This design comes from an exercise in tuning for a short achievable clock period and few clock cycles per item on the open sky130 flow, not from production work.
No functional check of the RTL was part of any run shown here.

## flow/design.v (module list and top-level ports; edited modules follow where they fit)
// module patina_lane: 793 lines
module patina_lane (
    input  wire               clk,
    input  wire               rst,
    input  wire        [17:0] clamp_c,
    input  wire               lin_bypass,
    input  wire signed [31:0] k1,
    input  wire signed [31:0] k2,
    input  wire signed [31:0] k3,
    input  wire               patina_en,
    input  wire signed [11:0] dp,
    input  wire         [2:0] es,
    input  wire         [2:0] eq,
    input  wire        [15:0] out_offset,
    input  wire               in_valid,
    output wire               in_ready,
    input  wire        [13:0] in_code,
    input  wire        [31:0] in_entry,
    output wire               out_valid,
    input  wire               out_ready,
    output wire        [15:0] out_pix,
    output wire               out_hi,
    output wire               out_lo,
    output wire               out_defect
);
  // ...
==> flow/flow/run.sh <==
#!/bin/bash
# Layout flow: the standard ORFS flow (standard.sh), with the port
# buffers made plain sky130_fd_sc_hd__buf_4 cells. Every input and output
# port still gets its buffer; only the cell type differs from buffer_ports'
# own choice (a clkdlybuf4s50_1 delay cell).
set -euo pipefail
export BUFFER_PORTS_ARGS="-buffer_cell sky130_fd_sc_hd__buf_4"
bash standard.sh > standard_flow.log 2>&1
==> flow/standard.sh <==
#!/bin/bash
# synth_recipe.tcl (not shown) runs the flow's synth.tcl, then flattens the netlist and writes it again
# the make line also repeats each setting of config.mk as NAME=value (left out here)
make -C /OpenROAD-flow-scripts/flow DESIGN_CONFIG=/design/flow/config.mk WORK_HOME=/design/flow/orfs CLKGATE_MAP_FILE= SYNTH_SCRIPT=/design/flow/synth_recipe.tcl "${@:-finish}"
==> flow/config.mk <==
export PLATFORM = sky130hd
export DESIGN_NAME = patina_lane
export DESIGN_NICKNAME = patina_lane
export VERILOG_FILES = /design/flow/design.v
export SDC_FILE = /design/flow/constraint.sdc
export NUM_CORES = 4
export LEC_CHECK = 0
export CAP_MARGIN = 20
export CORE_MARGIN = 2
export CORE_UTILIZATION = 40
export SLEW_MARGIN = 65
==> flow/constraint.sdc <==
create_clock -name core_clock -period 20.0 [get_ports {clk}]
set_input_delay 4.0000 -clock core_clock [delete_from_list [all_inputs] [get_ports {clk}]]
set_output_delay 4.0000 -clock core_clock [all_outputs]
set_load 0.01 [all_outputs]
==> qor.csv, run 1 <==
stage,metric,value,unit
layout,n_sequential_cell,2643,
cts,cts_hold_buf,0,
layout,clkCellAreaFrac,4.95,%
sta,setup_slack,14.28,ns
placed_design,place_worst_setup_slack,14.22,ns
status,status,timing/DRC/antenna clean,
layout,multi_input_area_share,56.0,%
worst_setup_path,cp_max_fo,59,
worst_setup_path,crit_chain,inv_1 -> fa_1 -> inv_1 -> ha_1 -> fa_1 -> a211oi_1 -> nor3_1 -> a311oi_1 -> a311oi_2 -> buf_4 -> nor3_1 -> o21a_1 -> o21ai_1 -> o21a_1 -> or4_1 -> nand3_1 -> o31a_2 -> buf_6 -> mux2i_1 -> a211oi_1 -> a21o_1,
sta,fmax,175,MHz
synthesis,syn_avg_cell_area,11.0,sq um
cts,cts_root_buffer,clkbuf_16,
global_routing,grt_util_all_layers,18.9,%
synthesis,seq_area_frac_synth,29.6,%
layout,n_all_buffers,454,
min_path,min_path_type,register to register,
detailed_routing,dr.pass1.iters,8,
run,maxCapViolations,0,
detailed_routing,vias,113000,
layout,largest_reg_flops,304,
floorplan,top_level_ports,221,
floorplan,die_h,692,um
synthesis,ys.flop_type,dfxtp_1,
synthesis,synth-simple-area-share,11.2,%
min_path,min_to,r_9[20],
layout,fin_area,210000,sq um
detailed_routing,route.top_layer_used,met4,
layout,num-fill-cells,43800,
==> run 2, diff against run 1 <==
==> flow/flow/run.sh (replaced) <==
#!/bin/bash
# Layout flow: the standard ORFS flow (standard.sh) with two changes:
#  - the port buffers are plain sky130_fd_sc_hd__buf_4 cells (every input
#    and output port still gets its buffer; buffer_ports would otherwise pick
#    a clkdlybuf4s50_1 delay cell);
#  - after placement, the flip-flops that drive the output port buffers are
#    upsized to sky130_fd_sc_hd__dfxtp_4 (same cell type, stronger drive)
#    and the placement is legalized again (flow/resize_out.tcl).
# Each step's full output goes to a log file of its own here.
set -euo pipefail
export BUFFER_PORTS_ARGS="-buffer_cell sky130_fd_sc_hd__buf_4"
bash standard.sh place > flow_place.log 2>&1
RES="orfs/results/$FLOW_PLATFORM/patina_lane/base" \
LIB="$FLOW_HOME/platforms/$FLOW_PLATFORM/lib/sky130_fd_sc_hd__tt_025C_1v80.lib" \
  openroad -no_init -exit flow/resize_out.tcl > flow_resize.log 2>&1
bash standard.sh > flow_finish.log 2>&1
==> flow/flow/resize_out.tcl (new file) <==
# Upsize the flip-flops that drive the output port buffers to dfxtp_4,
# then legalize the placement. Reads and rewrites 3_place.odb in $RES.
set res $::env(RES)
read_liberty $::env(LIB)
read_db $res/3_place.odb
read_sdc $res/3_place.sdc
source $::env(FLOW_HOME)/platforms/sky130hd/setRC.tcl
set n 0
foreach port [get_ports -filter "direction == output"] {
  set buf [get_cells -of_objects [get_pins -of_objects [get_nets [get_full_name $port]] -filter "direction == output"]]
  foreach ipin [get_pins -of_objects $buf -filter "direction == input"] {
    set drvpin [get_pins -of_objects [get_nets -of_objects $ipin] -filter "direction == output"]
    set ff [get_cells -of_objects $drvpin]
    set ref [get_property $ff ref_name]
    if {[string match "sky130_fd_sc_hd__dfxtp_*" $ref]} {
      replace_cell $ff sky130_fd_sc_hd__dfxtp_4
      incr n
    }
  }
}
puts "upsized $n output flip-flops"
set_placement_padding -global -left 0 -right 0
detailed_placement
check_placement
write_db $res/3_place.odb
==> run 2 against run 1 <==
Effect of this change: register-to-register slack improved by 0.06 ns; final area hardly changed; first-iteration DRC count decreased by 6.9%; setup slack improved by 0.059 ns; area after synthesis stayed put; global-route usage barely moved; critical path depth did not move; non-clock buffer count shrank 1; synthesized cell count unchanged; critical path type unchanged.
==> qor.csv, run 2 <==
stage,metric,value,unit,change
sta,period_needed,5.66,ns,was 5.72 ns
worst_setup_path,worstSetupStartpointType,register,,unchanged
worst_setup_path,arrival,6.51,ns,was 6.58 ns
floorplan,rows,252,,unchanged
floorplan,dieWidth,692,um,unchanged
cts,cts.sinks,2643,,unchanged
cts,cts.path.max_buffers,4,,unchanged
sta,finalHoldViolations,0,,unchanged
detailed_routing,wl_met1,191000,um,was 192000 um
worst_setup_path,cp_max_fo,59,,unchanged
layout,layout-drive-gt1-share,8.10,%,was 8.09%
sta,skew,0.116,ns,was 0.0739 ns
synthesis,seq_area_frac_synth,29.6,%,unchanged
detailed_routing,totalWireLength,442000,um,about the same
detailed_routing,viasPerCell,4.75,,about the same
synthesis,yosysWarnings,1,,unchanged
floorplan,die_h,692,um,unchanged
synthesis,ys.flop_type,dfxtp_1,,unchanged
synthesis,yosys-top-cells-area,"fa_1, dfxtp_1, inv_1, ha_1, and2_1",,unchanged
sta,final-setup-viol-count,0,,unchanged
placed_design,dp.cells,23200,,unchanged
sta,tns,0,ns,unchanged
worst_setup_path,crit_chain,inv_1 -> fa_1 -> inv_1 -> ha_1 -> fa_1 -> a211oi_1 -> nor3_1 -> a311oi_1 -> a311oi_2 -> buf_4 -> nor3_1 -> o21a_1 -> o21ai_1 -> o21a_1 -> or4_1 -> nand3_1 -> o31a_2 -> buf_6 -> mux2i_1 -> a211oi_1 -> a21o_1,,unchanged
cts,cts_root_buffer,clkbuf_16,,unchanged
floorplan,top_level_ports,221,,unchanged
detailed_routing,wl_per_cell,18.6,um,about the same
run,maxCapViolations,0,,unchanged
sta,relSlewSlack,64.0,%,was 61.1%
detailed_routing,drc,0,,unchanged
worst_setup_path,worst_setup_path_end_kind,register,,unchanged
global_routing,grt_pass1_wl,710000,um,was 709000 um
detailed_routing,drtIter0Drc,5498,,was 5908
synthesis,netlist_top_cells_count,"inv_1, fa_1, dfxtp_1",,unchanged
synthesis,synth_cells,17200,,unchanged
worst_setup_path,r2r_slack,14.34,ns,was 14.28 ns
synthesis,netlist_area,189000,sq um,unchanged
floorplan,dieArea,478000,sq um,unchanged
worst_setup_path,cp.required,20.85,ns,was 20.86 ns
global_routing,grt_util_all_layers,18.9,%,about the same
floorplan,start_util,40.2,%,unchanged
layout,largest_reg_flops,304,,unchanged
global_routing,antenna_found_initial,21,,was 22
cts,ctsResizeCount,0,,unchanged
sta,finalCritPeriodShare,28.3,%,was 28.6%
synthesis,ys_seq_elements,2643,,unchanged
cts,cts_setup_buffers,0,,unchanged
global_routing,grt-ovfl-total,0,,unchanged
layout,areaGrowthSynthToFinish,11.3,%,was 11.2%
global_routing,grt_max_degree,60,,unchanged
placed_design,place_congestion,0.865,,unchanged
floorplan,coreArea,471000,sq um,unchanged
placed_design,port-buffer-count,220,,unchanged
placed_design,dpl.hpwl,340000,um,unchanged
synthesis,synth_cell_types,94,,unchanged
min_path,min_path_type,register to register,,unchanged
sta,holdWs,0.270,ns,was 0.294 ns
layout,final_common_cell,inv_1,,unchanged
layout,instances_no_fill,23800,,about the same
layout,final_nets,21900,,about the same
sta,worstMarginPinSlew,0.525,ns,was 0.581 ns
synthesis,synth.top_cell.area_share,36.3,%,unchanged
min_path,hold_depth,0,,unchanged
cts,cts_buffers,306,,was 308
synthesis,synth_edf_count,304,,unchanged
cts,htree_levels,5,,unchanged
worst_setup_path,critPathKind,register to register,,unchanged
synthesis,async_flop_share,0,%,unchanged
synthesis,syn_nets,21800,,unchanged
worst_setup_path,critPathSlowestCell,fa_1,,unchanged
sta,drv_slew,0,,unchanged
detailed_routing,dr.pass1.iters,7,,was 8
sta,rsz0062_at_grt,no,,unchanged
sta,fmax,177,MHz,was 175 MHz
cts,cts_hold_buf,0,,unchanged
detailed_routing,postRouteAntennaNets,0,,unchanged
detailed_routing,route.met2.wl,218000,um,about the same
detailed_routing,route.top_layer_used,met4,,unchanged
status,status,timing/DRC/antenna clean,,unchanged
layout,num-fill-cells,43700,,was 43800
cts,clk_pin_slew_worst_paths,0.06,ns,about the same
worst_setup_path,slowest_delay,0.58,ns,about the same
synthesis,syn_avg_cell_area,11.0,sq um,unchanged
detailed_routing,wl_met3,19500,um,was 18800 um
layout,final_cell_mix,"inv_1, fa_1, dfxtp_1",,unchanged
worst_setup_path,reg2reg_depth,21,,unchanged
detailed_routing,vias,113000,,about the same
cts,clk_latency,0.97,ns,was 0.96 ns
cts,cts_tree,yes,,unchanged
global_routing,grt_pass1_vias,125000,,about the same
synthesis,synth.most_common_cell,inv_1,,unchanged
synthesis,yosysTopAreaCell,fa_1,,unchanged
run 2: cell counts after synthesis:
Identical to the previous run, type by type.
run 2: logic make-up (layout without fill, tap and decap cells):
| logic type | Yosys count | count (layout) | synth area share, % |
|---|---|---|---|
| mux | 289 | 289 | 2.22 |
| buf+inv | 4331 | 4684 | 8.62 |
| other cells | 0 | 10 | 0 |
| simple gates | 4040 | 4040 | 11.2 |
| flops | 2643 | 2643 | 29.6 |
| fa+ha+maj | 4452 | 4452 | 43.1 |
| xor+xnor | 398 | 398 | 1.84 |
| compound gates | 1024 | 1024 | 3.49 |
run 2: metrics by stage:
step,cell area [sq um],setup slack [ns],util (%)
after floorplan,189000,14.40,-
after global placement,197000,14.00,42.0
after detailed placement,199000,14.22,42.3
after CTS,210000,14.29,44.6
after global routing,210000,14.06,44.7
final,210000,14.34,44.7
run 2: critical path: cells and delay by family (launching register included):
kind	cells	cell delay, ns
and+or+nand+nor	4	1.07
DFF	1	0.32
adders and majority gates	3	1.31
muxes	1	0.24
buffers and inverters	4	0.68
AOI/OAI and AO/OA	9	1.99
run 2: layer usage:
metal,track usage (%),vias up
met5,0,-
met4,5.05,0
met3,2.34,671
met2,33.1,2246
met1,24.8,58400
li1,-,51500
run 2: worst paths after layout:
check | start | end
max | xm_r_265[22] | d_7[14]
min | r_8[14] | r_9[14]
max reg2reg | xm_r_265[22] | d_7[14]
min reg2reg | r_8[14] | r_9[14]
run 2: cell type report:
type	count	area (sq um)	area share (%)
antenna	10	25.0	0.0119
clock buffer	420	8710	4.14
clock inverter	142	1830	0.868
inverter	3669	13800	6.55
multi-input combinational	10200	118000	55.9
sequential	2643	56400	26.8
tap	6223	7790	3.70
timing repair buffer	453	4200	1.99

re-timing with driven ports:
No port has a modelled driver above. Below, the same layouts with a new extraction and two added sets of constraints.
Step 1: set_driving_cell puts a clkbuf_16 on clk and a buf_2 on each other input, an assumption about the parent block.
Step 2 adds t to the input delays and takes it off the output delays; t is the mean of the earliest and latest rising clock arrival at the registers after step 1. Input paths then give back, and output paths get back, about the clock's delay inside the block.
Slacks: no drivers / after step 1 / after step 2; pairs: no drivers / after step 1.
| run | t (ns) | slack for setup (ns) | worst setup path at the end |
|---|---|---|---|
| run 1 | 1.042 | 14.284 / 14.284 / 14.255 | input to register |
| run 2 | 1.028 | 14.344 / 14.344 / 14.328 | input to register |
After both steps every run listed still meets setup and hold. The setup slack of run 1, which loses most, moves by 0.000 ns with the drivers and by -0.029 ns with both steps.
